What follows belongs to an exercise in optimizing a design on an open flow for small area, a short achievable clock period and few clock cycles per item; a production flow would make more cautious choices. Function was checked by simulation only, so behaviour that the tests miss may differ from the original.

Design holly_aes256, start of the top module:
module holly_aes256 (
    input  wire         clk,
    input  wire         rst,         
    input  wire         in_valid,
    output wire         in_ready,
    input  wire [255:0] in_key,
    input  wire [127:0] in_block,
    output wire         out_valid,
    input  wire         out_ready,
    output wire [127:0] out_block
);
For scale: about 6,600 cells after synthesis, about 1,200 flip-flops, about 520 I/O pins, ~63,000 um^2 of cells after synthesis.
clock: 10.0 ns
lec_check: 0
abc_clock_period_in_ps: 3000
cap_margin: 20
core_margin: 2
core_utilization: 45
slew_margin: 20
synth_hierarchical: 1
standard.sh (not shown) runs the stock make flow with config.mk's settings and CLKGATE_MAP_FILE= SYNTH_SCRIPT=/design/flow/synth_recipe.tcl, a recipe that flattens the netlist after the stock synthesis.
==> flow/flow/run.sh <==
#!/bin/bash
# The standard layout (the standard.sh: ORFS from synthesis to finish, at the unchanged
# 10 ns clock and constraints), with changes only to how the layout is optimised:
#  - repair_timing aims for 6.5 ns of setup slack, so the layout is sized for the shortest
#    period it can reach;
#  - every port still gets its buffer, but the ports are buffered with the small buf_1 cell
#    (the resizer upsizes the ones that need it);
#  - clock tree synthesis uses clkbuf_4/clkbuf_8 buffers and no dummy loads.
# make's full output goes to orfs_make.log here; each ORFS step also logs under orfs/logs/.
set -euo pipefail
bash standard.sh \
  SETUP_SLACK_MARGIN=6.5 \
  "BUFFER_PORTS_ARGS=-buffer_cell sky130_fd_sc_hd__buf_1" \
  "CTS_ARGS=-sink_clustering_enable -repair_clock_nets -dont_use_dummy_load -buf_list {sky130_fd_sc_hd__clkbuf_4 sky130_fd_sc_hd__clkbuf_8}" \
  finish > orfs_make.log 2>&1
Testbench counts at the start, summed over its fixed seeds: cycles 7,208, blocks 512.
Rerun with:
==> flow/flow/run.sh (replaced) <==
#!/bin/bash
# The standard layout (the standard.sh, ORFS from synthesis to finish), with two changes
# to how the layout is optimised:
#  - repair_timing aims for 6.5 ns of setup slack (at the unchanged 10 ns clock), so the
#    layout is sized for the shortest period it can reach;
#  - ports are buffered with the small buf_1 cell (every port still gets its buffer; the
#    resizer upsizes the ones that need it).
set -euo pipefail
bash standard.sh SETUP_SLACK_MARGIN=6.5 "BUFFER_PORTS_ARGS=-buffer_cell sky130_fd_sc_hd__buf_1" finish > orfs_make.log 2>&1
--- a/flow/config.mk
+++ b/flow/config.mk
@@ -9,5 +9,5 @@
 export CAP_MARGIN = 20
 export CORE_MARGIN = 2
-export CORE_UTILIZATION = 45
+export CORE_UTILIZATION = 55
 export SLEW_MARGIN = 20
 export SYNTH_HIERARCHICAL = 1
Result: The changed run completed with no timing, DRC or antenna violations. Final area climbs by 1.2%. Via count is about the same. Count of clock-buffer cells in the layout drops by 32. Worst setup slack is worse by 0.029 ns. Routed wire length drops by 3.9%. Hold slack is better by 0.048 ns. Die area drops by 18%. Synthesized area does not change. Final cell count drops by 3.6%.


holly_aes256, a different RTL version from the one above (not shown whole).
Size in the first run: ~6600 cells after synthesis, about 520 I/O pins, ~0.062 mm^2 of cells after synthesis.
Design holly_aes256, start of the top module:
module holly_aes256 (
    input  wire         clk,
    input  wire         rst,         
    input  wire         in_valid,
    output wire         in_ready,
    input  wire [255:0] in_key,
    input  wire [127:0] in_block,
    output wire         out_valid,
    input  wire         out_ready,
    output wire [127:0] out_block
);
clock: 10.0 ns
lec_check: 0
abc_clock_period_in_ps: 3000
cap_margin: 20
core_margin: 2
core_utilization: 45
slew_margin: 20
synth_hierarchical: 1
==> flow/flow/run.sh <==
#!/bin/bash
# The standard layout (the standard.sh: ORFS from synthesis to finish, at the unchanged
# 10 ns clock and constraints), with changes only to how the layout is optimised:
#  - repair_timing aims for 6.5 ns of setup slack, so the layout is sized for the shortest
#    period it can reach;
#  - every port still gets its buffer, but the ports are buffered with the small buf_1 cell
#    (the resizer upsizes the ones that need it);
#  - clock tree synthesis uses clkbuf_4/clkbuf_8 buffers and no dummy loads.
# make's full output goes to orfs_make.log here; each ORFS step also logs under orfs/logs/.
set -euo pipefail
bash standard.sh \
  SETUP_SLACK_MARGIN=6.5 \
  "BUFFER_PORTS_ARGS=-buffer_cell sky130_fd_sc_hd__buf_1" \
  "CTS_ARGS=-sink_clustering_enable -repair_clock_nets -dont_use_dummy_load -buf_list {sky130_fd_sc_hd__clkbuf_4 sky130_fd_sc_hd__clkbuf_8}" \
  finish > orfs_make.log 2>&1
Testbench counts at the start, summed over its fixed seeds: cycles 7,208, blocks 512.
Rerun with:
--- a/flow/flow/run.sh
+++ b/flow/flow/run.sh
@@ -7,3 +7,4 @@
 #    (the resizer upsizes the ones that need it);
-#  - clock tree synthesis uses clkbuf_4/clkbuf_8 buffers and no dummy loads.
+#  - clock tree synthesis uses clkbuf_4/clkbuf_8 buffers, clusters of up to 16 sinks
+#    within 60 um, and no dummy loads.
 # make's full output goes to orfs_make.log here; each ORFS step also logs under orfs/logs/.
@@ -13,3 +14,3 @@
   "BUFFER_PORTS_ARGS=-buffer_cell sky130_fd_sc_hd__buf_1" \
-  "CTS_ARGS=-sink_clustering_enable -repair_clock_nets -dont_use_dummy_load -buf_list {sky130_fd_sc_hd__clkbuf_4 sky130_fd_sc_hd__clkbuf_8}" \
+  "CTS_ARGS=-sink_clustering_enable -repair_clock_nets -dont_use_dummy_load -sink_clustering_size 16 -sink_clustering_max_diameter 60 -buf_list {sky130_fd_sc_hd__clkbuf_4 sky130_fd_sc_hd__clkbuf_8}" \
   finish > orfs_make.log 2>&1
Wire length came out lower by 0.64%.
Die area stays the same.
Critical path depth is unchanged.
Via count came out lower by 0.59%.

-- what the ideal ports hide --
How much do the figures lean on ideal ports? The routed layouts below were timed once more, with nothing changed but the port constraints. Step 1 sets driving cells, clkbuf_16 on the clock port and buf_2 on the other inputs (assumed; they add their load-dependent delay and slew). Step 2 moves the port delays by t, midway between the first and last clock arrival at a register: inputs arrive t later, outputs are due t later. That takes back most of the time a late clock gives input paths. a / b / c = ideal / step 1 / step 2; a / b = the first two.
| run | t, ns | setup WS [ns] | pins driven straight from the clock port |
|---|---|---|---|
| the first run of note 1 | 0.976 | 6.482 / 6.506 / 5.551 | 1 |
| the second run of note 1 | 0.808 | 6.453 / 6.453 / 5.683 | 1 |
| the first run of note 2 | 0.940 | 6.493 / 6.493 / 5.567 | 1 |
| the second run of note 2 | 0.897 | 6.353 / 6.353 / 5.573 | 1 |
After both steps setup and hold are still met in every run listed. The setup slack of the first run of note 1, which loses most, moves by +0.024 ns with the drivers and by -0.931 ns with both steps.
